Context: an optimization exercise on an open-source flow, tuned for small area, a short achievable clock period and few clock cycles per item. The choices shown serve that exercise and are no tape-out recipe.
In this exercise RTL edits were held to simulation tests only and were not proved equivalent to the original.
Power and IR drop assume default switching activity.

--- flow/constraint.sdc ---
create_clock -name core_clock -period 11.0 [get_ports {clk}]
set_input_delay 2.2000 -clock core_clock [delete_from_list [all_inputs] [get_ports {clk}]]
set_output_delay 2.2000 -clock core_clock [all_outputs]
set_load 0.01 [all_outputs]
--- flow/run.sh ---
#!/bin/bash
# synth_recipe.tcl (not shown) runs the flow's synth.tcl, then flattens the netlist and writes it again
# the make line also repeats each setting of config.mk as NAME=value (left out here)
make -C /OpenROAD-flow-scripts/flow DESIGN_CONFIG=/design/flow/config.mk WORK_HOME=/design/flow/orfs CLKGATE_MAP_FILE= SYNTH_SCRIPT=/design/flow/synth_recipe.tcl finish
--- flow/design.v ---
module sluice_add #(parameter W = 18) (
    input  wire [W-1:0] a,
    input  wire [W-1:0] b,
    input  wire         ci,
    output wire [W-1:0] s,
    output wire         co
);
    reg [W:0] g, p, G, P;
    integer l, i, j;
    always @(*) begin
        g = {a & b, ci};
        p = {a ^ b, 1'b0};
        G = g;
        P = p;
        for (l = 0; (1 << l) < W + 1; l = l + 1)
            for (i = 0; i < W + 1; i = i + 1)
                if (i & (1 << l)) begin
                    j = ((i >> (l + 1)) << (l + 1)) + (1 << l) - 1;
                    G[i] = G[i] | (P[i] & G[j]);
                    P[i] = P[i] & P[j];
                end
    end
    assign s  = p[W:1] ^ G[W-1:0];
    assign co = G[W];
endmodule
module sluice_lt #(parameter W = 17) (
    input  wire [W-1:0] a,
    input  wire [W-1:0] b,
    output wire         lt
);
    wire [W-1:0] s_unused;
    wire         ge;
    sluice_add #(.W(W)) u (.a(a), .b(~b), .ci(1'b1), .s(s_unused), .co(ge));
    assign lt = ~ge;
endmodule
module sluice_div #(parameter N = 2) (
    input  wire [31:0]    r,
    input  wire [2*N-1:0] b,
    input  wire [31:0]    p,
    input  wire [33:0]    p3,
    output wire [31:0]    r_out
);
    wire [31:0] rr [0:N];
    assign rr[0] = r;
    genvar i;
    generate
        for (i = 0; i < N; i = i + 1) begin : st
            sluice_div4 u (.r(rr[i]), .b(b[2*N-1-2*i -: 2]), .p(p), .p3(p3), .r_out(rr[i+1]));
        end
    endgenerate
    assign r_out = rr[N];
endmodule
module sluice_div4 (
    input  wire [31:0] r,
    input  wire [1:0]  b,
    input  wire [31:0] p,
    input  wire [33:0] p3,
    output wire [31:0] r_out
);
    wire [33:0] t = {r, b};
    wire [33:0] d1, d2, d3;
    wire        ge1, ge2, ge3;
    sluice_add #(.W(34)) u1 (.a(t), .b(~{2'b00, p}),       .ci(1'b1), .s(d1), .co(ge1));
    sluice_add #(.W(34)) u2 (.a(t), .b(~{1'b0, p, 1'b0}),  .ci(1'b1), .s(d2), .co(ge2));
    sluice_add #(.W(34)) u3 (.a(t), .b(~p3),               .ci(1'b1), .s(d3), .co(ge3));
    assign r_out = ge3 ? d3[31:0] : ge2 ? d2[31:0] : ge1 ? d1[31:0] : t[31:0];
endmodule
module sluice_lt3 #(parameter W = 19) (
    input  wire [W-1:0] x,
    input  wire [W-1:0] y,
    input  wire [W-1:0] lo,
    output wire         lt
);
    wire [W-1:0] z = ~lo;
    wire [W-1:0] s = x ^ y ^ z;
    wire [W-1:0] c = (x & y) | (x & z) | (y & z);
    wire [W-1:0] s_unused;
    wire         co;
    sluice_add #(.W(W)) u (.a(s), .b({c[W-2:0], 1'b0}), .ci(1'b0), .s(s_unused), .co(co));
    assign lt = c[W-1] | co;
endmodule
module sluice_placer #(
    parameter NR = 2             
) (
    input  wire        clk,
    input  wire        rst,
    input  wire        cmd_valid,
    output wire        cmd_ready,
    input  wire [2:0]  cmd_op,
    input  wire        cmd_lane,
    input  wire [8:0]  cmd_onu,
    input  wire [16:0] cmd_len,
    input  wire [16:0] cmd_pos,
    input  wire [7:0]  cmd_ovh,
    input  wire        cmd_grant,
    input  wire        cmd_torrent,
    input  wire [47:0] cmd_fns,
    input  wire [31:0] cmd_period,
    input  wire [31:0] cmd_phase,
    output reg         rsp_valid,
    output reg  [1:0]  rsp_status,
    output reg  [16:0] rsp_start,
    output reg  [7:0]  rsp_steps,
    output wire [16:0] rsp_cur0,
    output wire [16:0] rsp_cur1
);
    localparam OP_RUN    = 3'd0;
    localparam OP_SETPOS = 3'd1;
    localparam OP_PAD    = 3'd2;
    localparam OP_SYNC   = 3'd3;
    localparam OP_FLOW   = 3'd4;
    localparam OP_FIXED  = 3'd5;
    localparam OP_ALIGN  = 3'd6;
    localparam ST_OK    = 2'd0;
    localparam ST_NOFIT = 2'd1;
    localparam ST_LATE  = 2'd2;
    localparam M_IDLE = 3'd0;    
    localparam M_FIT0 = 3'd1;    
    localparam M_MOD  = 3'd2;    
    localparam M_G    = 3'd3;    
    localparam M_S    = 3'd4;    
    localparam M_CHK  = 3'd5;    
    localparam M_FIT1 = 3'd6;    
    localparam GB = 2 * NR;      
    localparam NG = 48 / GB;     
    reg [16:0] fb;
    reg        torrent;
    reg [16:0] cur0, cur1;
    reg [10:0] items0, items1;
    reg        contf0, contf1;      
    reg [8:0]  lonu0, lonu1;        
    reg [15:0] rv0, rv1;            
    reg [16:0] rlo0 [0:15];
    reg [16:0] rhi0 [0:15];
    reg [16:0] rlo1 [0:15];
    reg [16:0] rhi1 [0:15];
    assign rsp_cur0 = cur0;
    assign rsp_cur1 = cur1;
    reg        ready_r;
    reg        cv;
    reg [2:0]  c_op;
    reg        c_lane;
    reg [8:0]  c_onu;
    reg [16:0] c_len;
    reg [16:0] c_pos;
    reg [7:0]  c_ovh;
    reg        c_grant;
    reg        c_torrent;
    reg [47:0] c_fns;
    reg [31:0] c_per;
    reg [31:0] c_ph;
    reg [17:0] c_inc;               
    reg [17:0] c_xlo;               
    reg [33:0] c_p3;                
    reg        cont_q;              
    assign cmd_ready = ready_r;
    wire accept = cmd_valid & ready_r;
    wire [17:0] in_inc, in_xlo;
    wire [33:0] in_p3;
    wire        co_u0, co_u1, co_u3;
    sluice_add #(.W(18)) u_inc  (.a({1'b0, cmd_len}), .b({10'd0, cmd_ovh}), .ci(1'b0),
                                 .s(in_inc), .co(co_u0));
    sluice_add #(.W(18)) u_xlo  (.a({1'b0, cmd_pos}), .b(~{10'd0, cmd_ovh}), .ci(1'b1),
                                 .s(in_xlo), .co(co_u1));
    sluice_add #(.W(34)) u_p3   (.a({2'b00, cmd_period}), .b({1'b0, cmd_period, 1'b0}), .ci(1'b0),
                                 .s(in_p3), .co(co_u3));
    reg [2:0]  mode;
    reg        lane_q;              
    reg        x_lane;
    reg        x_grant;
    reg [8:0]  x_onu;
    reg [16:0] xw;                  
    reg [17:0] xa;                  
    reg [8:0]  x_o;                 
    reg [17:0] x_inc;               
    reg        sbig;                
    reg [31:0] r;                   
    reg [NG-1:0] oh;                
    reg [17:0] g2;                  
    reg        gbig;
    reg [16:0] p17;
    reg        pbig;
    reg [7:0]  steps;
    reg [2:0]  j_in;
    always @(*) begin
        if      (cmd_period[31:28] != 4'd0) j_in = 3'd7;
        else if (cmd_period[27:24] != 4'd0) j_in = 3'd6;
        else if (cmd_period[23:20] != 4'd0) j_in = 3'd5;
        else if (cmd_period[19:16] != 4'd0) j_in = 3'd4;
        else if (cmd_period[15:12] != 4'd0) j_in = 3'd3;
        else                                j_in = 3'd2;
    end
    reg [31:0] r_j0, r_j1;
    always @(*) begin
        case (j_in)
        3'd7:    begin r_j0 = {4'd0,  cmd_fns[47:20]}; r_j1 = cmd_fns[47:16];          end
        3'd6:    begin r_j0 = {8'd0,  cmd_fns[47:24]}; r_j1 = {4'd0,  cmd_fns[47:20]}; end
        3'd5:    begin r_j0 = {12'd0, cmd_fns[47:28]}; r_j1 = {8'd0,  cmd_fns[47:24]}; end
        3'd4:    begin r_j0 = {16'd0, cmd_fns[47:32]}; r_j1 = {12'd0, cmd_fns[47:28]}; end
        3'd3:    begin r_j0 = {20'd0, cmd_fns[47:36]}; r_j1 = {16'd0, cmd_fns[47:32]}; end
        default: begin r_j0 = {24'd0, cmd_fns[47:40]}; r_j1 = {20'd0, cmd_fns[47:36]}; end
        endcase
    end
    wire       j1_ok;
    sluice_lt #(.W(32)) u_j1 (.a(r_j1), .b(cmd_period), .lt(j1_ok));
    wire [31:0] r_in = j1_ok ? r_j1 : r_j0;
    reg [11:0] oh_j0;
    reg [3:0]  grp_j0, grp_j1;
    always @(*) begin
        case (j_in)
        3'd7:    begin oh_j0 = 12'b000000010000; grp_j0 = cmd_fns[19:16]; grp_j1 = cmd_fns[15:12]; end
        3'd6:    begin oh_j0 = 12'b000000100000; grp_j0 = cmd_fns[23:20]; grp_j1 = cmd_fns[19:16]; end
        3'd5:    begin oh_j0 = 12'b000001000000; grp_j0 = cmd_fns[27:24]; grp_j1 = cmd_fns[23:20]; end
        3'd4:    begin oh_j0 = 12'b000010000000; grp_j0 = cmd_fns[31:28]; grp_j1 = cmd_fns[27:24]; end
        3'd3:    begin oh_j0 = 12'b000100000000; grp_j0 = cmd_fns[35:32]; grp_j1 = cmd_fns[31:28]; end
        default: begin oh_j0 = 12'b001000000000; grp_j0 = cmd_fns[39:36]; grp_j1 = cmd_fns[35:32]; end
        endcase
    end
    wire [NG-1:0] oh_in  = j1_ok ? (oh_j0 >> 1) : oh_j0;
    wire [GB-1:0] grp_in = j1_ok ? grp_j1 : grp_j0;
    reg  [GB-1:0] grp, grp_nx;
    integer gi;
    always @(*) begin
        grp_nx = {GB{1'b0}};
        for (gi = 0; gi < NG - 1; gi = gi + 1)
            grp_nx = grp_nx | ({GB{oh[gi+1]}} & c_fns[GB*gi +: GB]);
    end
    wire [31:0] r_next;
    sluice_div #(.N(NR)) u_div (.r(r), .b(grp), .p(c_per), .p3(c_p3), .r_out(r_next));
    wire [32:0] gd;
    wire        gd_ge;
    sluice_add #(.W(33)) u_gd (.a({1'b0, c_ph}), .b(~{1'b0, r}), .ci(1'b1), .s(gd), .co(gd_ge));
    wire [32:0] gp;
    wire        gp_co;
    sluice_add #(.W(33)) u_gp (.a(gd), .b({1'b0, c_per}), .ci(1'b0), .s(gp), .co(gp_co));
    wire [31:0] g0 = gd_ge ? gd[31:0] : gp[31:0];
    wire        gbig_in = |g0[31:17];
    wire [32:0] gw  = {15'd0, g2};
    wire [32:0] t0  = gw << 13;
    wire [32:0] t1  = gw << 8;
    wire [32:0] t2  = gw << 1;
    wire [32:0] t3  = gw >> 3;
    wire [32:0] t4  = gw >> 7;
    wire [32:0] t5  = ~(gw << 11);
    wire [32:0] t6  = ~(gw << 5);
    wire [32:0] t7  = ~(gw >> 5);
    wire [32:0] t8  = ~(gw >> 9);
    wire [32:0] t9  = ~(gw >> 11);
    wire [32:0] t10 = 33'd16383;
    wire [32:0] a0 = t0 ^ t1 ^ t2,  a1 = ((t0 & t1) | (t0 & t2) | (t1 & t2)) << 1;
    wire [32:0] a2 = t3 ^ t4 ^ t5,  a3 = ((t3 & t4) | (t3 & t5) | (t4 & t5)) << 1;
    wire [32:0] a4 = t6 ^ t7 ^ t8,  a5 = ((t6 & t7) | (t6 & t8) | (t7 & t8)) << 1;
    wire [32:0] b0 = a0 ^ a1 ^ a2,  b1 = ((a0 & a1) | (a0 & a2) | (a1 & a2)) << 1;
    wire [32:0] b2 = a3 ^ a4 ^ a5,  b3 = ((a3 & a4) | (a3 & a5) | (a4 & a5)) << 1;
    wire [32:0] c0 = b0 ^ b1 ^ b2,  c1 = ((b0 & b1) | (b0 & b2) | (b1 & b2)) << 1;
    wire [32:0] c2 = b3 ^ t9 ^ t10, c3 = ((b3 & t9) | (b3 & t10) | (t9 & t10)) << 1;
    wire [32:0] d0 = c0 ^ c1 ^ c2,  d1 = ((c0 & c1) | (c0 & c2) | (c1 & c2)) << 1;
    wire [32:0] e0 = d0 ^ d1 ^ c3,  e1 = ((d0 & d1) | (d0 & c3) | (d1 & c3)) << 1;
    wire [32:0] sv;
    wire        sv_co;
    sluice_add #(.W(33)) u_sv (.a(e0), .b(e1), .ci(1'b0), .s(sv), .co(sv_co));
    wire [16:0] s_new = sv[30:14];
    wire [32:0] ot = {{10{x_o[8]}}, x_o, 14'd0};
    wire [32:0] f0 = e0 ^ e1 ^ ot,  f1 = ((e0 & e1) | (e0 & ot) | (e1 & ot)) << 1;
    wire [32:0] sa;
    wire        sa_co;
    sluice_add #(.W(33)) u_sa (.a(f0), .b(f1), .ci(1'b0), .s(sa), .co(sa_co));
    wire [17:0] a_new = {sa[32], sa[30:14]};
    wire [16:0] g  = torrent ? g2[17:1] : g2[16:0];
    wire [17:0] g_add;
    wire        g_add_co;
    sluice_add #(.W(17)) u_gadd (.a(g), .b(p17), .ci(1'b0), .s(g_add[16:0]), .co(g_add_co));
    assign g_add[17] = g_add_co;
    wire        g_nbig = gbig | pbig | g_add[17];
    wire [17:0] g2_add = torrent ? {g_add[16:0], 1'b0} : {1'b0, g_add[16:0]};
    wire [17:0] g2_0   = torrent ? {g0[16:0], 1'b0} : {1'b0, g0[16:0]};
    wire        is_fit  = (mode == M_FIT1);
    wire        is_chk  = (mode == M_CHK);
    wire        run_c   = (mode == M_IDLE) & cv;
    wire        lane    = lane_q;
    wire [16:0] cur_l   = lane ? cur1 : cur0;
    wire [10:0] items_l = lane ? items1 : items0;
    wire [15:0] rv_l    = lane ? rv1 : rv0;
    reg  [16:0] rlo_l [0:15];
    reg  [16:0] rhi_l [0:15];
    integer k;
    always @(*) begin
        for (k = 0; k < 16; k = k + 1) begin
            rlo_l[k] = lane ? rlo1[k] : rlo0[k];
            rhi_l[k] = lane ? rhi1[k] : rhi0[k];
        end
    end
    wire        use_ovh = c_grant & ~cont_q;
    wire        flow_c  = ~is_fit & ~is_chk & (c_op == OP_FLOW);
    wire        use_x   = is_fit | is_chk;
    wire [17:0] A = is_fit ? {1'b0, xw} : is_chk ? xa : flow_c ? {1'b0, cur_l} : c_xlo;
    wire [17:0] X = use_x ? {1'b0, xw} : flow_c ? {1'b0, cur_l} : {1'b0, c_pos};
    wire [17:0] Y = use_x ? x_inc : (flow_c && use_ovh) ? c_inc : {1'b0, c_len};
    wire [17:0] B;
    wire        co_b;
    sluice_add #(.W(18)) u_b (.a(X), .b(Y), .ci(1'b0), .s(B), .co(co_b));
    wire [16:0] s_fl;
    wire        co_s;
    sluice_add #(.W(17)) u_s (.a(use_x ? xw : cur_l),
                              .b(use_x ? {8'd0, x_o} : use_ovh ? {9'd0, c_ovh} : 17'd0),
                              .ci(1'b0), .s(s_fl), .co(co_s));
    wire [15:0] lo_lt, hi_gt;
    genvar gk;
    generate
        for (gk = 0; gk < 16; gk = gk + 1) begin : cmp
            sluice_lt3 #(.W(19)) u_lo (.x({1'b0, X}), .y({1'b0, Y}), .lo({2'b00, rlo_l[gk]}),
                                       .lt(lo_lt[gk]));
            sluice_lt  #(.W(17)) u_hi (.a(A[16:0]), .b(rhi_l[gk]), .lt(hi_gt[gk]));
        end
    endgenerate
    wire [15:0] ov     = rv_l & lo_lt & hi_gt;
    wire        any_ov = |ov;
    reg  [16:0] hi_pick;            
    reg         found;
    always @(*) begin
        hi_pick = 17'd0;
        found   = 1'b0;
        for (k = 0; k < 16; k = k + 1)
            if (ov[k] && !found) begin
                hi_pick = rhi_l[k];
                found   = 1'b1;
            end
    end
    wire        fb_lt_b, a_lt_cur;
    sluice_lt3 #(.W(19)) u_bover (.x({1'b0, X}), .y({1'b0, Y}), .lo({2'b00, fb}), .lt(fb_lt_b));
    sluice_lt  #(.W(17)) u_alate (.a(A[16:0]), .b(cur_l), .lt(a_lt_cur));
    wire        b_over  = fb_lt_b;
    wire        a_late  = A[17] | a_lt_cur;
    wire        x_late  = a_late | b_over | any_ov;
    wire        x_nofit = items_l[10] | rv_l[15];
    wire        f_nofit = items_l[10];
    wire [15:0] slot_1h = ~rv_l & {rv_l[14:0], 1'b1};
    wire [16:0] pos_cur = cur_l;
    wire [17:0] pad_sum;
    wire        co_p;
    sluice_add #(.W(18)) u_pad (.a({1'b0, pos_cur}), .b({1'b0, c_pos}), .ci(1'b0), .s(pad_sum), .co(co_p));
    wire        fb_lt_pad, cur_lt_pos, fb_lt_setp, c0_lt_c1, fbin_lt_pos;
    sluice_lt #(.W(18)) u_padc (.a({1'b0, fb}), .b(pad_sum), .lt(fb_lt_pad));
    sluice_lt #(.W(17)) u_setc (.a(pos_cur), .b(c_pos), .lt(cur_lt_pos));
    wire [16:0] pad_v   = fb_lt_pad ? fb : pad_sum[16:0];
    wire [16:0] setp_m  = cur_lt_pos ? c_pos : pos_cur;
    sluice_lt #(.W(17)) u_setf (.a(fb), .b(setp_m), .lt(fb_lt_setp));
    wire [16:0] setp_v  = fb_lt_setp ? fb : setp_m;
    sluice_lt #(.W(17)) u_sync (.a(cur0), .b(cur1), .lt(c0_lt_c1));
    wire        c1_lt_c0 = ~c0_lt_c1 & (cur0 != cur1);
    wire [16:0] sync_v  = c0_lt_c1 ? cur1 : cur0;
    wire [16:0] fb_in   = c_torrent ? 17'd97200 : 17'd48600;
    sluice_lt #(.W(17)) u_run (.a(fb_in), .b(c_pos), .lt(fbin_lt_pos));
    wire [16:0] run_v   = fbin_lt_pos ? fb_in : c_pos;
    wire [16:0] cpos_v  = (c_op == OP_PAD) ? pad_v : setp_v;
    reg [2:0] mode_n;
    reg       consume;
    always @(*) begin
        mode_n  = mode;
        consume = 1'b0;
        case (mode)
        M_IDLE: if (cv) begin
            consume = 1'b1;
            if (c_op == OP_FLOW && !b_over && any_ov) mode_n = M_FIT1;
            if (c_op == OP_ALIGN) mode_n = oh[0] ? M_G : M_MOD;
        end
        M_FIT0: mode_n = M_FIT1;
        M_FIT1: mode_n = (b_over || !any_ov) ? M_IDLE : M_FIT1;
        M_MOD:  if (oh[0]) mode_n = M_G;
        M_G:    mode_n = gbig_in ? M_IDLE : M_S;
        M_S:    mode_n = M_CHK;
        M_CHK:  if (sbig || b_over || !x_late) mode_n = M_IDLE;
        default: mode_n = M_IDLE;
        endcase
    end
    wire       cv_n    = accept | (cv & ~consume);
    wire [2:0] op_n    = accept ? cmd_op : c_op;
    wire       ready_n = (mode_n != M_MOD) &&
                         (!cv_n || (mode_n == M_IDLE && op_n != OP_ALIGN));
    wire       xl_n    = (run_c && (c_op == OP_FLOW || c_op == OP_ALIGN)) ? c_lane : x_lane;
    wire       cl_n    = accept ? cmd_lane : c_lane;
    wire       lane_n  = (mode_n == M_FIT0 || mode_n == M_FIT1 || mode_n == M_CHK) ? xl_n : cl_n;
    wire flow_ok  = (flow_c & run_c | is_fit) & !b_over & !any_ov & !f_nofit;
    wire fixed_ok = (run_c & (c_op == OP_FIXED) | is_chk & !sbig) & !x_late & !x_nofit;
    wire       upd0    = flow_ok & !lane;
    wire       upd1    = flow_ok & lane;
    wire       n_grant = is_fit ? x_grant : c_grant;
    wire [8:0] n_onu   = is_fit ? x_onu : c_onu;
    wire       curop   = run_c && (c_op == OP_SETPOS || c_op == OP_PAD);
    wire       clr0    = run_c && (c_op == OP_RUN || (curop && !c_lane && cpos_v != cur0) ||
                                   (c_op == OP_SYNC && c0_lt_c1));
    wire       clr1    = run_c && (c_op == OP_RUN || (curop && c_lane && cpos_v != cur1) ||
                                   (c_op == OP_SYNC && c1_lt_c0));
    wire       contf0_n = upd0 ? n_grant : clr0 ? 1'b0 : contf0;
    wire       contf1_n = upd1 ? n_grant : clr1 ? 1'b0 : contf1;
    wire [8:0] s_onu   = accept ? cmd_onu : c_onu;
    wire       s_lane  = accept ? cmd_lane : c_lane;
    wire       s_grant = accept ? cmd_grant : c_grant;
    wire       eq0     = upd0 ? (n_onu == s_onu) : (lonu0 == s_onu);
    wire       eq1     = upd1 ? (n_onu == s_onu) : (lonu1 == s_onu);
    wire       cont_n  = s_grant & (s_lane ? (contf1_n & eq1) : (contf0_n & eq0));
    always @(posedge clk) begin
        if (rst) begin
            ready_r   <= 1'b1;
            cv        <= 1'b0;
            mode      <= M_IDLE;
            rsp_valid <= 1'b0;
        end else begin
            ready_r   <= ready_n;
            cv        <= cv_n;
            mode      <= mode_n;
            rsp_valid <= 1'b0;
        end
        lane_q <= lane_n;
        cont_q <= cont_n;
        if (!rst) begin
            contf0 <= contf0_n;
            contf1 <= contf1_n;
            if (upd0) lonu0 <= n_onu;
            if (upd1) lonu1 <= n_onu;
        end
        if (accept) begin
            c_op      <= cmd_op;
            c_lane    <= cmd_lane;
            c_onu     <= cmd_onu;
            c_len     <= cmd_len;
            c_pos     <= cmd_pos;
            c_ovh     <= cmd_ovh;
            c_grant   <= cmd_grant;
            c_torrent <= cmd_torrent;
            c_fns     <= cmd_fns;
            c_per     <= cmd_period;
            c_ph      <= cmd_phase;
            c_inc     <= in_inc;
            c_xlo     <= in_xlo;
            c_p3      <= in_p3;
            r         <= r_in;
            oh        <= oh_in;
            grp       <= grp_in;
        end else if ((run_c && c_op == OP_ALIGN) || mode == M_MOD) begin
            r         <= r_next;
            oh        <= oh >> 1;
            grp       <= grp_nx;
        end
        if (run_c && c_op == OP_RUN) begin
            items0 <= 11'd0;
            items1 <= 11'd0;
        end else if (!rst && (flow_ok || fixed_ok)) begin
            if (lane) items1 <= items1 + 11'd1;
            else      items0 <= items0 + 11'd1;
        end
        if (!rst && flow_ok) begin
            if (lane) cur1 <= B[16:0];
            else      cur0 <= B[16:0];
        end
        if (!rst) begin
        case (mode)
        M_IDLE: if (cv) begin
            rsp_start  <= 17'd0;
            rsp_steps  <= 8'd0;
            rsp_status <= ST_OK;
            case (c_op)
            OP_RUN: begin
                rsp_valid <= 1'b1;
                fb      <= fb_in;
                torrent <= c_torrent;
                cur0    <= run_v;
                cur1    <= run_v;
            end
            OP_SETPOS, OP_PAD: begin
                rsp_valid <= 1'b1;
                if (c_lane) cur1 <= cpos_v;
                else        cur0 <= cpos_v;
            end
            OP_SYNC: begin
                rsp_valid <= 1'b1;
                cur0 <= sync_v;
                cur1 <= sync_v;
            end
            OP_FLOW: begin
                if (b_over || (!any_ov && f_nofit)) begin
                    rsp_valid  <= 1'b1;
                    rsp_status <= ST_NOFIT;
                end else if (!any_ov) begin
                    rsp_valid <= 1'b1;
                    rsp_start <= s_fl;
                end
                x_lane  <= c_lane;
                x_grant <= c_grant;
                x_onu   <= c_onu;
                xw      <= hi_pick;
                x_o     <= c_grant ? {1'b0, c_ovh} : 9'd0;
                x_inc   <= c_grant ? c_inc : {1'b0, c_len};
            end
            OP_FIXED: begin
                rsp_valid <= 1'b1;
                if (x_late) begin
                    rsp_status <= ST_LATE;
                end else if (x_nofit) begin
                    rsp_status <= ST_NOFIT;
                end else begin
                    rsp_start <= c_pos;
                end
            end
            OP_ALIGN: begin
                x_lane <= c_lane;
                x_o    <= -{1'b0, c_ovh};
                x_inc  <= {1'b0, c_len};
                steps  <= 8'd0;
            end
            default: rsp_valid <= 1'b1;
            endcase
        end
        M_FIT1: begin
            rsp_start  <= 17'd0;
            rsp_steps  <= 8'd0;
            rsp_status <= ST_OK;
            xw <= hi_pick;
            if (b_over || (!any_ov && f_nofit)) begin
                rsp_valid  <= 1'b1;
                rsp_status <= ST_NOFIT;
            end else if (!any_ov) begin
                rsp_valid <= 1'b1;
                rsp_start <= s_fl;
            end
        end
        M_G: begin
            rsp_valid  <= gbig_in;
            rsp_status <= ST_LATE;
            rsp_start  <= 17'd0;
            rsp_steps  <= 8'd1;
            g2   <= g2_0;
            gbig <= gbig_in;
            p17  <= c_per[16:0];
            pbig <= |c_per[31:17];
        end
        M_S: begin
            xw   <= s_new;
            xa   <= a_new;
            sbig <= gbig;
            g2   <= g2_add;
            gbig <= g_nbig;
        end
        M_CHK: begin
            xw    <= s_new;
            xa    <= a_new;
            sbig  <= gbig;
            g2    <= g2_add;
            gbig  <= g_nbig;
            steps <= steps + 8'd1;
            rsp_start  <= 17'd0;
            rsp_steps  <= steps + 8'd1;
            rsp_status <= ST_OK;
            if (sbig || b_over) begin
                rsp_valid  <= 1'b1;
                rsp_status <= ST_LATE;
            end else if (!x_late) begin
                rsp_valid <= 1'b1;
                if (x_nofit) rsp_status <= ST_NOFIT;
                else         rsp_start  <= xw;
            end
        end
        default: ;
        endcase
        end
    end
    wire        res_wr = (run_c && c_op == OP_FIXED) || is_chk;
    wire [16:0] w_lo   = is_chk ? xa[16:0] : c_xlo[16:0];
    wire [16:0] w_hi   = B[16:0];
    always @(posedge clk) begin
        if (!rst && run_c && c_op == OP_RUN) begin
            rv0 <= 16'd0;
            rv1 <= 16'd0;
        end else if (!rst && fixed_ok) begin
            if (lane) rv1 <= {rv1[14:0], 1'b1};
            else      rv0 <= {rv0[14:0], 1'b1};
        end
        for (k = 0; k < 16; k = k + 1) begin
            if (res_wr && slot_1h[k] && !lane) begin
                rlo0[k] <= w_lo;
                rhi0[k] <= w_hi;
            end
            if (res_wr && slot_1h[k] && lane) begin
                rlo1[k] <= w_lo;
                rhi1[k] <= w_hi;
            end
        end
    end
endmodule
--- flow/config.mk ---
export PLATFORM = sky130hd
export DESIGN_NAME = sluice_placer
export DESIGN_NICKNAME = sluice_placer
export VERILOG_FILES = /design/flow/design.v
export SDC_FILE = /design/flow/constraint.sdc
export NUM_CORES = 4
export LEC_CHECK = 0
export CAP_MARGIN = 20
export CORE_MARGIN = 2
export CORE_UTILIZATION = 50
export SETUP_SLACK_MARGIN = 4
export SLEW_MARGIN = 20
==> results of run 1 <==
## cells by family (layout without fill, tap and decap cells)
family	after synthesis	count (layout)	share of synthesized area
AO/OA/AOI/OAI	2133	2134	0.1326
adder cells (fa/ha/maj)	1547	1547	0.2032
XOR/XNOR	413	413	0.03335
multiplexers	746	746	0.07024
buffers and inverters	1098	1984	0.03889
flip-flops	1624	1624	0.4363
AND/OR/NAND/NOR	1951	1959	0.08541
other	0	7	0
## metrics by stage
| step | total power, mW | area (um^2) | hold WS (ns) | setup slack [ns] | utilization |
|---|---|---|---|---|---|
| after CTS | 37.31 | 126100 | 0.4607 | 3.917 | 0.5808 |
| after detailed placement | 29.47 | 116600 | 0.4412 | 0.9153 | 0.5370 |
| after global placement | 29.23 | 116600 | 0.4403 | 0.7977 | 0.5369 |
| after global routing | 41.42 | 128900 | 0.4824 | 3.861 | 0.5936 |
| after floorplan | 22.43 | 109400 | 0.4208 | 4.010 | - |
| final | 39.23 | 128900 | 0.4599 | 3.916 | 0.5936 |
## state kept, by name (all words and copies together) (netlist names), 17 cells and up
| name | cells |
|---|---|
| c_fns | 36 |
| rlo0 | 272 |
| r | 32 |
| x_inc | 18 |
| cur0 | 17 |
| c_per | 31 |
| g2 | 18 |
| rhi1 | 272 |
| p17 | 17 |
| rhi0 | 272 |
| xw | 17 |
| xa | 18 |
| cur1 | 17 |
| c_p3 | 34 |
| c_pos | 17 |
| c_len | 17 |
| c_ph | 32 |
| rlo1 | 272 |
| c_xlo | 18 |
| c_inc | 18 |
| rsp_start | 17 |
## layout by cell type (no fill, tap or decap), types with 93 or more instances in the layout
cell type / instances
a21oi_1: 395
a21o_1: 249
o211ai_1: 108
o21ai_0: 346
o21a_1: 113
nor3_1: 122
xnor2_1: 208
edfxtp_1: 1514
mux2i_1: 584
ha_1: 1115
nand3_1: 137
dfxtp_1: 97
nor2_1: 528
clkbuf_16: 188
inv_1: 756
fa_1: 383
nand4_1: 93
nand2_1: 529
clkdlybuf4s50_1: 229
mux2_2: 152
xor2_1: 193
buf_4: 522
## layout make-up
type | instances | area [um^2]
timing repair buffer | 853 | 7860
clock buffer | 212 | 4792
inverter | 801 | 3082
sequential | 1624 | 47700
fill | 17804 | 88250
tap | 2854 | 3571
multi-input combinational | 6799 | 60440
antenna | 7 | 17.52
clock inverter | 118 | 1451
## power groups by stage
stage	registers [mW]	logic, mW	clock network (mW)
finish	8.38	24.4	6.45
global route	8.39	26.3	6.75
CTS	8.36	22.4	6.52
global placement	8.53	20.7	0
detailed placement	8.53	20.9	0
floorplan	8.26	14.2	0
## repair_timing
| item | CTS | global route |
|---|---|---|
| setup endpoints to repair | 282 | 188 |
| resized for setup | 348 | 285 |
| buffers inserted | 196 | 165 |
| gates cloned | 13 | 4 |
| pin swaps | 65 | 112 |
## metal layers
metal | part of all wire | vias up | routed length [um]
met1 | 0.41 | 42019 | 165500
met4 | 0.045 | 18 | 18030
li1 | - | 36957 | -
met3 | 0.099 | 848 | 39600
met2 | 0.44 | 4256 | 178800
met5 | 0.00031 | - | 124
## worst max-delay path, cell delays in order (launching register included)
cell and delay [ns]:
dfxtp_4 0.38, or3b_4 0.45, nor2_4 0.23, buf_4 0.29, o211ai_1 0.16, a31oi_4 0.22
buf_12 0.16, buf_4 0.23, buf_4 0.26, ha_1 0.31, a2111oi_4 0.49, or3b_2 0.49
o2111ai_1 0.11, a31oi_1 0.10, a211oi_2 0.56, o21ai_1 0.33, and3_1 0.30, and4bb_2 0.28
and3_2 0.32, and2_0 0.34, a31oi_4 0.34, a21oi_1 0.07, a221o_1 0.33
## worst max-delay path by stage
stage / slack, ns / from / cells after the start / to
floorplan: 4.01 / lane_q / 34 / items0[9]
global placement: 0.80 / mode[0] / 20 / xw[11]
detailed placement: 0.92 / mode[0] / 24 / xw[11]
CTS: 3.92 / mode[0] / 22 / xw[11]
global route: 3.86 / c_op[0] / 32 / cur0[10]
finish: 3.92 / c_op[0] / 22 / rsp_start[10]
==> impl_metrics.toml, run 1 <==
[critical_path]
start_kind = "flop"
critPathRequiredTime_ns = 11.55
end_kind = "flop"
r2r_cells = 22
r2r_setup_slack_ns = 3.92
cp_max_fo = 20
criticalPathCategory = "flop to flop"
crit_arrival_ns = 7.63
r2r_start = "c_op[0]"
r2r-end = "rsp_start[10]"

[global_routing]
grtUsageTotal = 0.3526
grtUsageMet1 = 0.4864
grt-busiest-layer = "met2"
antenna_found_initial = 27
grt_overflow_total = 0
grt_pass1_wl_um = 572800
met3_usage = 0.07405
grt_max_degree = 81
grt_use_met2 = 0.5452
grt_pass1_vias = 81772

[sta]
period_needed_ns = 7.084
max_freq_mhz = 141.2
worstMarginPinSlew_ns = 1.176
setup_tns_ns = 0
maxSlewHeadroom = 0.2135
fin_skew_ns = 0.04900
drv_slew = 0
setup_viol = 0
period_share = 0.6440
rsz0062_at_grt = "true"
hold_viol = 0

[yosys]
synth_common_cells = "edfxtp_1 (1514), ha_1 (1146), inv_1 (790)"
yosys_warnings = 20
async_flop_share = 0
synth_area_leader_cell = "edfxtp_1"
synth_ff_type = "edfxtp_1"
synthCells = 9512
seq_area_frac_synth = 0.4363
synth_edf_count = 1514
synth.distinct_cells = 114
netlist_area_um2 = 109200
synth_most_common_cell = "edfxtp_1"
postSynthAreaPerCell_um2 = 11.49
syn_nets = 11214
synth_top_cell_area_share = 0.4162
yosys_register_bits = 1624
synth.area.top_cells = "edfxtp_1 (42%), ha_1 (13%), fa_1 (7.0%)"

[floorplanning]
row_count = 171
fp.dieW_um = 471.4
die_y_um = 471.4
ios = 235
die-area_um2 = 222200
core-area_um2 = 217200
start_util = 0.5031

[detailed_routing]
num_vias = 84098
dr.pass1.iters = 8
wl_per_cell_um = 30.30
via_per_inst = 6.338
drt_iter0_markers = 9775
drt-total-wl_um = 402000
drc = 0
antenna_violating_nets_post_route = 0

[final_layout]
area_growth_pct = 18.00
layout-drive-gt1-share = 0.1535
stdcell_count = 13268
nNetsFinal = 11965

[min_path]
whs_endpoint = "x_onu[8]"
hold_depth = 0
hold_start = "c_onu[8]"
hold_class = "flop to flop"

[pwr]
peakVddDrop_mv = 0.2714
powerDensity_nw_per_um2 = 304.3
pwr-share-seq = 0.214
p_leak_nw = 52.43
p_comb_frac = 0.622
p_switching_mw = 17.97
swShare = 0.4580
power_frac_clock = 0.165
p_int_mw = 21.26

[clocking]
clk_root_buffer_cell = "clkbuf_16"
clkLatencyLatePin_ns = 0.84
path_clk_slew_ns = 0.06
cts_inserted_buffers = 184
htree_num_levels = 4
hold_buffers = 0
clock_sinks = 1624
cts_tree = "done"
cts.path.max_buffers = 3

[place]
dpl.hpwl_um = 294900
placedCellCount = 12552
place_congestion = 1.010
io_buffers = 234

[status]
status = "finished clean"

[job]
cap_violations = 0
Testbench counts, summed over its fixed seeds: cycles 36,856, items 19,544.
==> run 2, diff against run 1 <==
--- a/flow/design.v
+++ b/flow/design.v
@@ -34,13 +34,13 @@
     assign lt = ~ge;
 endmodule
 module sluice_div #(parameter N = 2) (
-    input  wire [31:0]    r,
+    input  wire [29:0]    r,
     input  wire [2*N-1:0] b,
-    input  wire [31:0]    p,
-    input  wire [33:0]    p3,
-    output wire [31:0]    r_out
+    input  wire [29:0]    p,
+    input  wire [31:0]    p3,
+    output wire [29:0]    r_out
 );
-    wire [31:0] rr [0:N];
+    wire [29:0] rr [0:N];
     assign rr[0] = r;
     genvar i;
     generate
@@ -51,19 +51,19 @@
     assign r_out = rr[N];
 endmodule
 module sluice_div4 (
-    input  wire [31:0] r,
+    input  wire [29:0] r,
     input  wire [1:0]  b,
-    input  wire [31:0] p,
-    input  wire [33:0] p3,
-    output wire [31:0] r_out
+    input  wire [29:0] p,
+    input  wire [31:0] p3,
+    output wire [29:0] r_out
 );
-    wire [33:0] t = {r, b};
-    wire [33:0] d1, d2, d3;
+    wire [31:0] t = {r, b};
+    wire [31:0] d1, d2, d3;
     wire        ge1, ge2, ge3;
-    sluice_add #(.W(34)) u1 (.a(t), .b(~{2'b00, p}),       .ci(1'b1), .s(d1), .co(ge1));
-    sluice_add #(.W(34)) u2 (.a(t), .b(~{1'b0, p, 1'b0}),  .ci(1'b1), .s(d2), .co(ge2));
-    sluice_add #(.W(34)) u3 (.a(t), .b(~p3),               .ci(1'b1), .s(d3), .co(ge3));
-    assign r_out = ge3 ? d3[31:0] : ge2 ? d2[31:0] : ge1 ? d1[31:0] : t[31:0];
+    sluice_add #(.W(32)) u1 (.a(t), .b(~{2'b00, p}),       .ci(1'b1), .s(d1), .co(ge1));
+    sluice_add #(.W(32)) u2 (.a(t), .b(~{1'b0, p, 1'b0}),  .ci(1'b1), .s(d2), .co(ge2));
+    sluice_add #(.W(32)) u3 (.a(t), .b(~p3),               .ci(1'b1), .s(d3), .co(ge3));
+    assign r_out = ge3 ? d3[29:0] : ge2 ? d2[29:0] : ge1 ? d1[29:0] : t[29:0];
 endmodule
 module sluice_lt3 #(parameter W = 19) (
     input  wire [W-1:0] x,
@@ -151,19 +151,19 @@
     reg [31:0] c_ph;
     reg [17:0] c_inc;               
     reg [17:0] c_xlo;               
-    reg [33:0] c_p3;                
+    reg [31:0] c_p3;                
     reg        cont_q;              
     assign cmd_ready = ready_r;
     wire accept = cmd_valid & ready_r;
     wire [17:0] in_inc, in_xlo;
-    wire [33:0] in_p3;
+    wire [31:0] in_p3;
     wire        co_u0, co_u1, co_u3;
     sluice_add #(.W(18)) u_inc  (.a({1'b0, cmd_len}), .b({10'd0, cmd_ovh}), .ci(1'b0),
                                  .s(in_inc), .co(co_u0));
     sluice_add #(.W(18)) u_xlo  (.a({1'b0, cmd_pos}), .b(~{10'd0, cmd_ovh}), .ci(1'b1),
                                  .s(in_xlo), .co(co_u1));
-    sluice_add #(.W(34)) u_p3   (.a({2'b00, cmd_period}), .b({1'b0, cmd_period, 1'b0}), .ci(1'b0),
-                                 .s(in_p3), .co(co_u3));
+    sluice_add #(.W(32)) u_p3   (.a({2'b00, cmd_period[29:0]}), .b({1'b0, cmd_period[29:0], 1'b0}),
+                                 .ci(1'b0), .s(in_p3), .co(co_u3));
     reg [2:0]  mode;
     reg        lane_q;              
     reg        x_lane;
@@ -174,7 +174,7 @@
     reg [8:0]  x_o;                 
     reg [17:0] x_inc;               
     reg        sbig;                
-    reg [31:0] r;                   
+    reg [29:0] r;                   
     reg [NG-1:0] oh;                
     reg [17:0] g2;                  
     reg        gbig;
@@ -203,7 +203,7 @@
     end
     wire       j1_ok;
     sluice_lt #(.W(32)) u_j1 (.a(r_j1), .b(cmd_period), .lt(j1_ok));
-    wire [31:0] r_in = j1_ok ? r_j1 : r_j0;
+    wire [29:0] r_in = j1_ok ? r_j1[29:0] : r_j0[29:0];
     reg [11:0] oh_j0;
     reg [3:0]  grp_j0, grp_j1;
     always @(*) begin
@@ -225,16 +225,16 @@
         for (gi = 0; gi < NG - 1; gi = gi + 1)
             grp_nx = grp_nx | ({GB{oh[gi+1]}} & c_fns[GB*gi +: GB]);
     end
-    wire [31:0] r_next;
-    sluice_div #(.N(NR)) u_div (.r(r), .b(grp), .p(c_per), .p3(c_p3), .r_out(r_next));
-    wire [32:0] gd;
+    wire [29:0] r_next;
+    sluice_div #(.N(NR)) u_div (.r(r), .b(grp), .p(c_per[29:0]), .p3(c_p3), .r_out(r_next));
+    wire [29:0] gd;
     wire        gd_ge;
-    sluice_add #(.W(33)) u_gd (.a({1'b0, c_ph}), .b(~{1'b0, r}), .ci(1'b1), .s(gd), .co(gd_ge));
-    wire [32:0] gp;
+    sluice_add #(.W(30)) u_gd (.a(c_ph[29:0]), .b(~r), .ci(1'b1), .s(gd), .co(gd_ge));
+    wire [29:0] gp;
     wire        gp_co;
-    sluice_add #(.W(33)) u_gp (.a(gd), .b({1'b0, c_per}), .ci(1'b0), .s(gp), .co(gp_co));
-    wire [31:0] g0 = gd_ge ? gd[31:0] : gp[31:0];
-    wire        gbig_in = |g0[31:17];
+    sluice_add #(.W(30)) u_gp (.a(gd), .b(c_per[29:0]), .ci(1'b0), .s(gp), .co(gp_co));
+    wire [29:0] g0 = gd_ge ? gd : gp;
+    wire        gbig_in = |g0[29:17];
     wire [32:0] gw  = {15'd0, g2};
     wire [32:0] t0  = gw << 13;
     wire [32:0] t1  = gw << 8;
@@ -532,7 +532,7 @@
             g2   <= g2_0;
             gbig <= gbig_in;
             p17  <= c_per[16:0];
-            pbig <= |c_per[31:17];
+            pbig <= |c_per[29:17];
         end
         M_S: begin
             xw   <= s_new;
==> run 2 against run 1 <==
Compared with the run above: sequential cell count decreased by 8; clock skew increased by 0.012 ns; sequential power about the same; sequential share of layout area increased by 0.41 points; synthesized cell count decreased by 2.2%; power decreased by 2.0%; synthesized area decreased by 1.8%; die area decreased by 1.8%; still clean; clock power decreased by 2%.
==> impl_metrics.toml, run 2 <==
[yosys]
yosys_register_bits = 1616
synth_compound_area_frac = 0.1212
synthAdderAreaFrac = 0.2045
seq_area_frac_synth = 0.4420
synth_common_cells = "edfxtp_1 (1506), ha_1 (1129), inv_1 (738)"
synth_top_cell_area_share = 0.4215
synth_ff_type = "edfxtp_1"
postSynthAreaPerCell_um2 = 11.54
synth_area_leader_cell = "edfxtp_1"
synth_edf_count = 1506
synth.distinct_cells = 100
synthCells = 9298
synth_top_family_by_area = "adder cells"
yosys.area_share.simple = 0.08755
async_flop_share = 0
netlist_area_um2 = 107300
synth.area.top_cells = "edfxtp_1 (42%), ha_1 (13%), fa_1 (7.1%)"
syn_nets = 10981
synthMuxAreaShare = 0.07456
yosys.area_share.xor_xnor = 0.03330
yosys_warnings = 20
synth_most_common_cell = "edfxtp_1"

[detailed_routing]
drt_iter0_markers = 6994
num_vias = 79375
wl_per_cell_um = 26.99
antenna_violating_nets_post_route = 0
drt-total-wl_um = 351300
drc = 0
via_per_inst = 6.100
dr.pass1.iters = 6

[final_layout]
seqCellArea_um2 = 47450
stdcell_count = 13013
final_common_cell = "edfxtp_1"
multi_input_area_um2 = 58960
layout_common_cells = "edfxtp_1 (1506), ha_1 (1109), inv_1 (699)"
area_growth_pct = 18.20
final_util = 0.5927
layout-drive-gt1-share = 0.1555
nNetsFinal = 11692
fillerInstances = 17554

[place]
placedCellCount = 12335
io_buffers = 232
place_congestion = 0.9572
post-place-ws_ns = 1.658
dpl.hpwl_um = 255500

[clocking]
cts.path.max_buffers = 3
clkLatencyLatePin_ns = 0.87
clock_sinks = 1616
htree_num_levels = 4
clk_root_buffer_cell = "clkbuf_16"
hold_buffers = 0
cts_tree = "done"
cts_inserted_buffers = 181
path_clk_slew_ns = 0.06

[pwr]
p_leak_nw = 51.01
peakVddDrop_mv = 0.2519
power_mw = 38.43
powerDensity_nw_per_um2 = 303.0

[sta]
hold_viol = 0
rsz0062_at_grt = "true"
setup_tns_ns = 0
maxSlewHeadroom = 0.2005
period_needed_ns = 6.999
drv_slew = 0
fin_skew_ns = 0.06076
setup_viol = 0
worstMarginPinSlew_ns = 1.169
fin_ws_ns = 4.001
period_share = 0.6363
max_freq_mhz = 142.9

[critical_path]
criticalPathCategory = "flop to flop"
crit_arrival_ns = 7.58
critPathRequiredTime_ns = 11.59
cp_max_fo = 9
end_kind = "flop"
start_kind = "flop"

[floorplanning]
ios = 235
die_y_um = 467.3
die-area_um2 = 218300
start_util = 0.5015
fp.dieW_um = 467.3
core-area_um2 = 214000
row_count = 170

[status]
status = "finished clean"

[job]
cap_violations = 0

[global_routing]
grt_overflow_total = 0
grt_pass1_vias = 78523
grtUsageTotal = 0.3152
grt_pass1_wl_um = 511900
grt_max_degree = 89
antenna_found_initial = 15

[min_path]
hold_class = "flop to flop"
==> run 2: final timing paths <==
kind / startpoint / end / slack [ns] / depth (start not counted)
setup / recovery: mode[0] / xw[7] / 4.00 / 26
hold / removal: c_onu[3] / x_onu[3] / 0.46 / 0
setup reg to reg: mode[0] / xw[7] / 4.00 / 26
hold reg to reg: c_onu[3] / x_onu[3] / 0.46 / 0
==> run 2: kinds of logic (layout without fill, tap and decap cells) <==
| logic type | after synthesis | count (layout) |
|---|---|---|
| AO/OA/AOI/OAI | 1994 | 1995 |
| XOR/XNOR | 408 | 408 |
| flip-flops | 1616 | 1616 |
| other | 0 | 15 |
| adder cells (fa/ha/maj) | 1528 | 1528 |
| buffers and inverters | 1032 | 1889 |
| multiplexers | 776 | 776 |
| AND/OR/NAND/NOR | 1944 | 1948 |
==> run 2: where the power goes <==
| part | internal [mW] | switching, mW | total, mW |
|---|---|---|---|
| clock | 3.70 | 2.65 | 6.34 |
| sequential | 7.93 | 0.423 | 8.35 |
| combinational | 9.70 | 14.0 | 23.7 |
| total | 21.3 | 17.1 | 38.4 |
==> run 2: what timing repair did <==
| item | 4_1_cts | 5_1_grt |
|---|---|---|
| pin swaps | 89 | 109 |
| cloned | 14 | 10 |
| endpoints found under the setup margin | 260 | 205 |
| buffers inserted | 180 | 125 |
| gates resized for setup | 377 | 300 |
==> run 2: final cells by class <==
type	instances	share of cell area
repair inverters	1	0.00005919
multi-input cells	6655	0.4648
clock inverters	120	0.01074
clock buffers	214	0.03791
flip-flops and latches	1616	0.3741
well taps	2838	0.02800
diodes	15	0.0002959
inverters	745	0.02264
repair buffers	809	0.06142
==> run 2: critical path: stages, from the launching register on <==
cell and delay [ns]:
dfxtp_4 0.37, xnor2_4 0.19, o211ai_1 0.21, buf_4 0.22
buf_12 0.16, o22a_1 0.15, o21a_2 0.31, clkinvlp_4 0.25
buf_4 0.25, fa_1 0.51, inv_1 0.04, ha_1 0.27
nand4_1 0.26, a2111oi_2 0.43, a21o_1 0.27, o31a_1 0.29
a2111oi_4 0.10, buf_4 0.19, nand3_1 0.11, nor2b_1 0.10
nand2_2 0.20, buf_4 0.21, nor2_1 0.08, or4_1 0.66
o2bb2ai_2 0.26, nand3_1 0.24, a41o_1 0.38
==> run 2: layer usage <==
metal | part of all wire | up-vias | GRT usage
li1 | - | 35935 | -
met1 | 0.42 | 39689 | 0.4242
met2 | 0.46 | 3005 | 0.5099
met3 | 0.065 | 744 | 0.04228
met4 | 0.052 | 2 | 0.1383
met5 | 0.000037 | - | 0
==> run 2: per-stage QoR <==
step	cell area, um^2	hold slack, ns
after floorplan	107700	0.4228
after global placement	114700	0.4386
after detailed placement	114700	0.4409
after CTS	124300	0.4603
after global routing	126800	0.4820
final	126800	0.4616
Testbench counts of run 2, summed over its fixed seeds: cycles 36,856, items 19,544.
==> run 3, diff against run 2 <==
--- a/flow/design.v
+++ b/flow/design.v
@@ -79,6 +79,24 @@
     sluice_add #(.W(W)) u (.a(s), .b({c[W-2:0], 1'b0}), .ci(1'b0), .s(s_unused), .co(co));
     assign lt = c[W-1] | co;
 endmodule
+module sluice_csel32 (
+    input  wire [31:0] a,
+    input  wire [31:0] b,
+    output wire [31:0] s
+);
+    wire [8:0] s0_0 = {1'b0, a[7:0]}   + {1'b0, b[7:0]};
+    wire [8:0] s1_0 = {1'b0, a[15:8]}  + {1'b0, b[15:8]};
+    wire [8:0] s1_1 = {1'b0, a[15:8]}  + {1'b0, b[15:8]}  + 9'd1;
+    wire [8:0] s2_0 = {1'b0, a[23:16]} + {1'b0, b[23:16]};
+    wire [8:0] s2_1 = {1'b0, a[23:16]} + {1'b0, b[23:16]} + 9'd1;
+    wire [7:0] s3_0 = a[31:24] + b[31:24];
+    wire [7:0] s3_1 = a[31:24] + b[31:24] + 8'd1;
+    wire       c1 = s0_0[8];
+    wire       c2 = c1 ? s1_1[8] : s1_0[8];
+    wire       c3 = c2 ? s2_1[8] : s2_0[8];
+    assign s = {c3 ? s3_1 : s3_0, c2 ? s2_1[7:0] : s2_0[7:0],
+                c1 ? s1_1[7:0] : s1_0[7:0], s0_0[7:0]};
+endmodule
 module sluice_placer #(
     parameter NR = 2             
 ) (
@@ -157,13 +175,12 @@
     wire accept = cmd_valid & ready_r;
     wire [17:0] in_inc, in_xlo;
     wire [31:0] in_p3;
-    wire        co_u0, co_u1, co_u3;
+    wire        co_u0, co_u1;
     sluice_add #(.W(18)) u_inc  (.a({1'b0, cmd_len}), .b({10'd0, cmd_ovh}), .ci(1'b0),
                                  .s(in_inc), .co(co_u0));
     sluice_add #(.W(18)) u_xlo  (.a({1'b0, cmd_pos}), .b(~{10'd0, cmd_ovh}), .ci(1'b1),
                                  .s(in_xlo), .co(co_u1));
-    sluice_add #(.W(32)) u_p3   (.a({2'b00, cmd_period[29:0]}), .b({1'b0, cmd_period[29:0], 1'b0}),
-                                 .ci(1'b0), .s(in_p3), .co(co_u3));
+    sluice_csel32 u_p3 (.a({2'b00, cmd_period[29:0]}), .b({1'b0, cmd_period[29:0], 1'b0}), .s(in_p3));
     reg [2:0]  mode;
     reg        lane_q;              
     reg        x_lane;
@@ -191,18 +208,18 @@
         else                                j_in = 3'd2;
     end
     reg [31:0] r_j0, r_j1;
+    reg [3:0]  p_nib;
     always @(*) begin
         case (j_in)
-        3'd7:    begin r_j0 = {4'd0,  cmd_fns[47:20]}; r_j1 = cmd_fns[47:16];          end
-        3'd6:    begin r_j0 = {8'd0,  cmd_fns[47:24]}; r_j1 = {4'd0,  cmd_fns[47:20]}; end
-        3'd5:    begin r_j0 = {12'd0, cmd_fns[47:28]}; r_j1 = {8'd0,  cmd_fns[47:24]}; end
-        3'd4:    begin r_j0 = {16'd0, cmd_fns[47:32]}; r_j1 = {12'd0, cmd_fns[47:28]}; end
-        3'd3:    begin r_j0 = {20'd0, cmd_fns[47:36]}; r_j1 = {16'd0, cmd_fns[47:32]}; end
-        default: begin r_j0 = {24'd0, cmd_fns[47:40]}; r_j1 = {20'd0, cmd_fns[47:36]}; end
+        3'd7:    begin r_j0 = {4'd0,  cmd_fns[47:20]}; r_j1 = cmd_fns[47:16];          p_nib = cmd_period[31:28]; end
+        3'd6:    begin r_j0 = {8'd0,  cmd_fns[47:24]}; r_j1 = {4'd0,  cmd_fns[47:20]}; p_nib = cmd_period[27:24]; end
+        3'd5:    begin r_j0 = {12'd0, cmd_fns[47:28]}; r_j1 = {8'd0,  cmd_fns[47:24]}; p_nib = cmd_period[23:20]; end
+        3'd4:    begin r_j0 = {16'd0, cmd_fns[47:32]}; r_j1 = {12'd0, cmd_fns[47:28]}; p_nib = cmd_period[19:16]; end
+        3'd3:    begin r_j0 = {20'd0, cmd_fns[47:36]}; r_j1 = {16'd0, cmd_fns[47:32]}; p_nib = cmd_period[15:12]; end
+        default: begin r_j0 = {24'd0, cmd_fns[47:40]}; r_j1 = {20'd0, cmd_fns[47:36]}; p_nib = cmd_period[11:8];  end
         endcase
     end
-    wire       j1_ok;
-    sluice_lt #(.W(32)) u_j1 (.a(r_j1), .b(cmd_period), .lt(j1_ok));
+    wire       j1_ok = cmd_fns[47:44] < p_nib;
     wire [29:0] r_in = j1_ok ? r_j1[29:0] : r_j0[29:0];
     reg [11:0] oh_j0;
     reg [3:0]  grp_j0, grp_j1;
==> run 3 against run 2 <==
Compared with the run above: global-route usage up 0.41 points; sequential share of layout area down 0.21 points; clock skew up 0.012 ns; synthesized area up 0.55%; critical path type unchanged.
==> impl_metrics.toml, run 3 <==
[detailed_routing]
drt-total-wl_um = 356600
wl_per_cell_um = 27.13
dr.pass1.iters = 6
num_vias = 80259
drc = 0
drt_iter0_markers = 7642
antenna_violating_nets_post_route = 0
via_per_inst = 6.107

[min_path]
hold_depth = 0
hold_class = "flop to flop"

[clocking]
htree_num_levels = 4
hold_buffers = 0
cts_inserted_buffers = 182
clock_sinks = 1616
path_clk_slew_ns = 0.06
cts_tree = "done"
clkLatencyLatePin_ns = 0.87
cts.path.max_buffers = 3
clk_root_buffer_cell = "clkbuf_16"

[sta]
whs_ns = 0.4523
maxSlewHeadroom = 0.2771
fin_skew_ns = 0.07278
period_needed_ns = 7.192
hold_viol = 0
max_freq_mhz = 139.0
period_share = 0.6538
drv_slew = 0
fin_ws_ns = 3.808
setup_tns_ns = 0
rsz0062_at_grt = "true"
setup_viol = 0
worstMarginPinSlew_ns = 1.074

[pwr]
swShare = 0.4611
power_frac_clock = 0.138
pwr-share-seq = 0.194
powerDensity_nw_per_um2 = 347.9
p_switching_mw = 20.46
peakVddDrop_mv = 0.3046
p_int_mw = 23.92
p_comb_frac = 0.668
p_leak_nw = 51.97

[yosys]
syn_nets = 11070
synth_edf_count = 1506
postSynthAreaPerCell_um2 = 11.46
synthCells = 9411
seq_area_frac_synth = 0.4396
synth_most_common_cell = "edfxtp_1"
async_flop_share = 0
synth.distinct_cells = 106
synth_area_leader_cell = "edfxtp_1"
synth_ff_type = "edfxtp_1"
synth.area.top_cells = "edfxtp_1 (42%), ha_1 (13%), fa_1 (7.1%)"
netlist_area_um2 = 107900
synth_common_cells = "edfxtp_1 (1506), ha_1 (1105), inv_1 (769)"
yosys_warnings = 20
synth_top_cell_area_share = 0.4191
yosys_register_bits = 1616

[floorplanning]
die_y_um = 468.5
core-area_um2 = 214600
fp.dieW_um = 468.5
row_count = 170
die-area_um2 = 219500
ios = 235
start_util = 0.5027

[final_layout]
final_common_cell = "edfxtp_1"
fillerInstances = 17475
area_growth_pct = 18.21
stdcell_count = 13142
multi_input_area_um2 = 59470
seqCellArea_um2 = 47450
nNetsFinal = 11806
layout_common_cells = "edfxtp_1 (1506), ha_1 (1075), inv_1 (733)"
layout-drive-gt1-share = 0.1548

[place]
place_congestion = 0.9568
post-place-ws_ns = 1.332
io_buffers = 232
dpl.hpwl_um = 259200
placedCellCount = 12425

[critical_path]
criticalPathCategory = "flop to flop"
crit_arrival_ns = 7.89
critPathRequiredTime_ns = 11.70
start_kind = "flop"
slowest_stage = "edfxtp_1"
r2r_cells = 31
cp_max_fo = 5
cpPeakStageDelay_ns = 0.53
end_kind = "flop"

[global_routing]
grt_pass1_vias = 79481
grt_pass1_wl_um = 519100
antenna_found_initial = 13
grtUsageTotal = 0.3193
grt_max_degree = 112
grt_overflow_total = 0

[job]
cap_violations = 0

[status]
status = "finished clean"
-- run 3: changes by cell type after synthesis, moves of 25 or more --
cell	before	now
a21o_1	205	241
a21oi_1	468	510
inv_1	738	769
mux2i_1	590	627
nand3_1	128	154
nor2_1	526	551
nor2b_1	109	66
nor3b_1	43	14
o21a_1	110	80
o21ai_0	447	392
xor2_1	176	207
-- run 3: power by group through the flow --
stage / combinational, mW / clock [mW] / sequential [mW]
floorplan: 17.4 / 0 / 8.52
global placement: 24.0 / 0 / 8.78
detailed placement: 24.6 / 0 / 8.78
CTS: 27.8 / 6.21 / 8.60
global route: 32.2 / 6.43 / 8.63
finish: 29.6 / 6.12 / 8.62
-- run 3: path summary, 6_finish.rpt --
kind              startpoint  endpoint  slack (ns)
setup / recovery        r[1]      r[5]        3.81
hold / removal      c_onu[4]  x_onu[4]        0.45
setup reg to reg        r[1]      r[5]        3.81
hold reg to reg     c_onu[4]  x_onu[4]        0.45
-- run 3: per-stage QoR --
stage                       util  instance area [um^2]  total power [mW]
after floorplan                -                108200             25.94
after CTS                 0.5848                125500             42.65
after detailed placement  0.5370                115200             33.40
after global routing      0.5942                127500             47.26
after global placement    0.5370                115200             32.82
final                     0.5943                127500             44.38
-- run 3: routing by layer --
layer,vias to the layer above,part of all wire,track usage
met3,762,0.072,0.05165
li1,36401,-,-
met1,39969,0.41,0.4157
met5,-,0.000065,0
met2,3123,0.47,0.5214
met4,4,0.053,0.1514
-- run 3: area by class of cell --
type / instances / share of cell area
Antenna cell: 3 / 0.00005886
Clock buffer: 236 / 0.03882
Clock inverter: 102 / 0.007839
Inverter: 776 / 0.02371
Multi-Input combinational cell: 6721 / 0.4663
Sequential cell: 1616 / 0.3720
Tap cell: 2838 / 0.02784
Timing Repair Buffer: 849 / 0.06334
Timing Repair inverter: 1 / 0.00005886
-- run 3: repair_timing --
action / 4_1_cts / 5_1_grt
endpoints found under the hold margin: 0 / 0
gates cloned: 14 / 4
resized for setup: 394 / 222
buffers inserted: 242 / 115
pin swaps: 112 / 104
endpoints found under the setup margin: 284 / 210
-- run 3: worst max-delay path: cells and delay by family (launching register included) --
family | cells | cell delay (ns)
adder cells (fa/ha/maj) | 2 | 0.61
buffers and inverters | 4 | 0.61
flip-flops | 1 | 0.53
AO/OA/AOI/OAI | 22 | 4.80
AND/OR/NAND/NOR | 3 | 0.44
-- run 3: cells by family after synthesis --
| family | synth area share |
|---|---|
| xor+xnor | 0.03450 |
| flops | 0.4396 |
| fa+ha+maj | 0.2008 |
| simple gates | 0.08442 |
| compound gates | 0.1257 |
| mux | 0.07622 |
| buf+inv | 0.03881 |
Testbench counts of run 3, summed over its fixed seeds: cycles 36,906, items 19,544.
==> run 4, diff against run 3 <==
--- a/flow/config.mk
+++ b/flow/config.mk
@@ -7,6 +7,6 @@
 export LEC_CHECK = 0
 export CAP_MARGIN = 20
 export CORE_MARGIN = 2
-export CORE_UTILIZATION = 50
+export CORE_UTILIZATION = 60
 export SETUP_SLACK_MARGIN = 4
 export SLEW_MARGIN = 20
==> run 4 against run 3 <==
Compared with the run above: still clean; clock skew decreased by 0.015 ns; fmax decreased by 1.6%; clock power decreased by 2%; sequential cell count unchanged; critical path depth increased by 1; critical endpoint is now r[28]; largest power group unchanged; highest routed layer unchanged.
==> impl_metrics.toml, run 4 <==
[detailed_routing]
wl_per_cell_um = 28.00
drc = 0
num_vias = 82371
dr.pass1.iters = 6
antenna_violating_nets_post_route = 0
via_per_inst = 6.513
drt_iter0_markers = 9603
drt-total-wl_um = 354100

[sta]
period_needed_ns = 7.310
fin_skew_ns = 0.05811
setup_tns_ns = 0
drv_slew = 0
max_freq_mhz = 136.8
setup_viol = 0
period_share = 0.6645
hold_viol = 0
maxSlewHeadroom = 0.2209
worstMarginPinSlew_ns = 1.165
fin_ws_ns = 3.690
rsz0062_at_grt = "true"

[critical_path]
r2r_start = "r[9]"
end_kind = "flop"
crit_arrival_ns = 7.89
start_kind = "flop"
critPathRequiredTime_ns = 11.58
crit_family = "compound AO/OA/AOI/OAI gates"
cpPeakStageDelay_ns = 0.48
cp_max_fo = 8
r2r-end = "r[28]"
crit_path_frequent_cell = "a221o_1"
slowest_stage = "edfxtp_1"
r2r_setup_slack_ns = 3.69
criticalPathCategory = "flop to flop"
r2r_cells = 32
worstSetupPathDepth = 32
cp_num_buf_inv = 5

[global_routing]
grt_overflow_total = 0
grtUsageTotal = 0.3777
grt_pass1_wl_um = 517600
grt_pass1_vias = 80941
grt_max_degree = 117
antenna_found_initial = 23

[clocking]
cts_inserted_buffers = 176
htree_num_levels = 4
cts_tree = "done"
clock_sinks = 1616
cts.path.max_buffers = 3
clkLatencyLatePin_ns = 0.85
hold_buffers = 0
clk_root_buffer_cell = "clkbuf_16"
path_clk_slew_ns = 0.07

[pwr]
power_frac_clock = 0.136
pwr-share-seq = 0.195
p_switching_mw = 20.46
p_int_mw = 23.67
powerDensity_nw_per_um2 = 348.1
swShare = 0.4636
peakVddDrop_mv = 0.3052
p_leak_nw = 51.84
p_comb_frac = 0.668

[yosys]
synth_common_cells = "edfxtp_1 (1506), ha_1 (1105), inv_1 (769)"
synth_edf_count = 1506
yosys_warnings = 20
async_flop_share = 0
postSynthAreaPerCell_um2 = 11.46
synth.distinct_cells = 106
yosys_register_bits = 1616
synth_area_leader_cell = "edfxtp_1"
synth_top_cell_area_share = 0.4191
syn_nets = 11070
seq_area_frac_synth = 0.4396
synth_most_common_cell = "edfxtp_1"
synthCells = 9411
synth_ff_type = "edfxtp_1"
netlist_area_um2 = 107900
synth.area.top_cells = "edfxtp_1 (42%), ha_1 (13%), fa_1 (7.1%)"

[floorplanning]
fp.dieW_um = 428.1
die-area_um2 = 183200
start_util = 0.6041
core-area_um2 = 178600
die_y_um = 428.1
ios = 235
row_count = 155

[final_layout]
layout-drive-gt1-share = 0.1546
final_util = 0.7097
final_common_cell = "edfxtp_1"
nNetsFinal = 11796
stdcell_count = 12648
fillerInstances = 12626
layout_common_cells = "edfxtp_1 (1506), ha_1 (1072), inv_1 (733)"
area_growth_pct = 17.48

[job]
cap_violations = 0

[place]
placedCellCount = 11930
dpl.hpwl_um = 254500
io_buffers = 232
place_congestion = 0.9956
post-place-ws_ns = 1.467

[min_path]
whs_endpoint = "x_onu[0]"
hold_start = "c_onu[0]"
hold_depth = 0
hold_class = "flop to flop"

[status]
status = "finished clean"
[run 4: worst reg2reg max path: cells and delay by family, from the launching register on]
family,cells,cell delay (ns)
muxes,1,0.16
adders and majority gates,2,0.64
and+or+nand+nor,5,0.89
AOI/OAI and AO/OA,19,4.11
buffers and inverters,5,0.78
DFF,1,0.48
[run 4: through the flow]
step                      instance area, um^2  hold WS (ns)  power [mW]
after floorplan                        108200        0.4064       25.94
after detailed placement               114500        0.4379       33.33
final                                  126800        0.4547       44.13
after CTS                              124900        0.4584       42.35
after global placement                 114500        0.4388       32.53
after global routing                   126800        0.4776       46.69
[run 4: what timing repair did]
item | CTS | global route
endpoints found under the setup margin | 251 | 238
endpoints found under the hold margin | 0 | 0
gates cloned | 17 | 4
setup buffers | 256 | 106
resized for setup | 444 | 190
pin swaps | 127 | 104
[run 4: final cells by class]
| class | instances | area, um^2 | area share |
|---|---|---|---|
| clock inverters | 109 | 1125 | 0.008874 |
| flip-flops and latches | 1616 | 47450 | 0.3744 |
| diodes | 5 | 12.51 | 0.00009871 |
| multi-input cells | 6722 | 59550 | 0.4698 |
| well taps | 2355 | 2947 | 0.02325 |
| inverters | 776 | 2999 | 0.02366 |
| repair buffers | 845 | 7979 | 0.06295 |
| clock buffers | 220 | 4692 | 0.03702 |
[run 4: kinds of logic (layout without fill, tap and decap cells)]
group | after synthesis | after routing | synth area share
AO/OA/AOI/OAI | 2060 | 2067 | 0.1257
XOR/XNOR | 425 | 425 | 0.03450
adder cells (fa/ha/maj) | 1506 | 1506 | 0.2008
buffers and inverters | 1083 | 1950 | 0.03881
flip-flops | 1616 | 1616 | 0.4396
multiplexers | 800 | 800 | 0.07622
other | 0 | 5 | 0
AND/OR/NAND/NOR | 1921 | 1924 | 0.08442
[run 4: layer usage]
layer  routed length, um  up-vias  global-route usage
met5                 118        -                   0
met4               22480       18              0.2028
met3               36440     1014             0.07633
met2              155600     4388              0.5775
met1              139400    40547              0.5089
li1                    -    36404                   -
[run 4: worst max path at each step]
stage / startpoint / to / slack (ns)
after detailed placement: c_per[3] / r[14] / 1.47
after global placement: c_per[3] / r[14] / 1.60
after global routing: c_per[10] / r[6] / 3.50
final: r[9] / r[28] / 3.69
after CTS: lane_q / cont_q / 3.87
after floorplan: mode[1] / items0[9] / 3.94
[run 4: power by group through the flow]
stage | Clock (mW) | Sequential (mW) | Combinational, mW
detailed placement | 0 | 8.77 | 24.6
CTS | 6.05 | 8.59 | 27.7
finish | 6.01 | 8.62 | 29.5
global placement | 0 | 8.76 | 23.8
floorplan | 0 | 8.52 | 17.4
global route | 6.27 | 8.63 | 31.8

[afterwards: timing with drivers on the ports]
The results above use ideal ports. As a check the final layouts listed here were re-extracted and re-timed, cells and wires unchanged. Step 1: set_driving_cell puts a clkbuf_16 on clk and a buf_2 on each other input, an assumption about the parent block. Step 2 also shifts input and output timing later by t, the mid clock arrival at the registers, as if the neighbouring blocks saw the same clock. Three values: no drivers, after step 1, after step 2; two values: the first two.
run | t (ns) | setup slack, ns | worst setup path at the end | worst data-port slew with drivers (ns) | pins driven straight from the clock port
run 1 | 0.911 | 3.916 / 3.916 / 3.536 | input to register | 0.09 | 1
run 2 | 0.929 | 4.001 / 4.001 / 3.295 | input to register | 0.13 | 1
run 3 | 0.924 | 3.808 / 3.808 / 3.490 | input to register | 0.17 | 1
run 4 | 0.914 | 3.690 / 3.690 / 3.571 | input to register | 0.15 | 1
After both steps setup and hold are still met in every run listed. The setup slack of run 2, which loses most, moves by 0.000 ns with the drivers and by -0.706 ns with both steps.
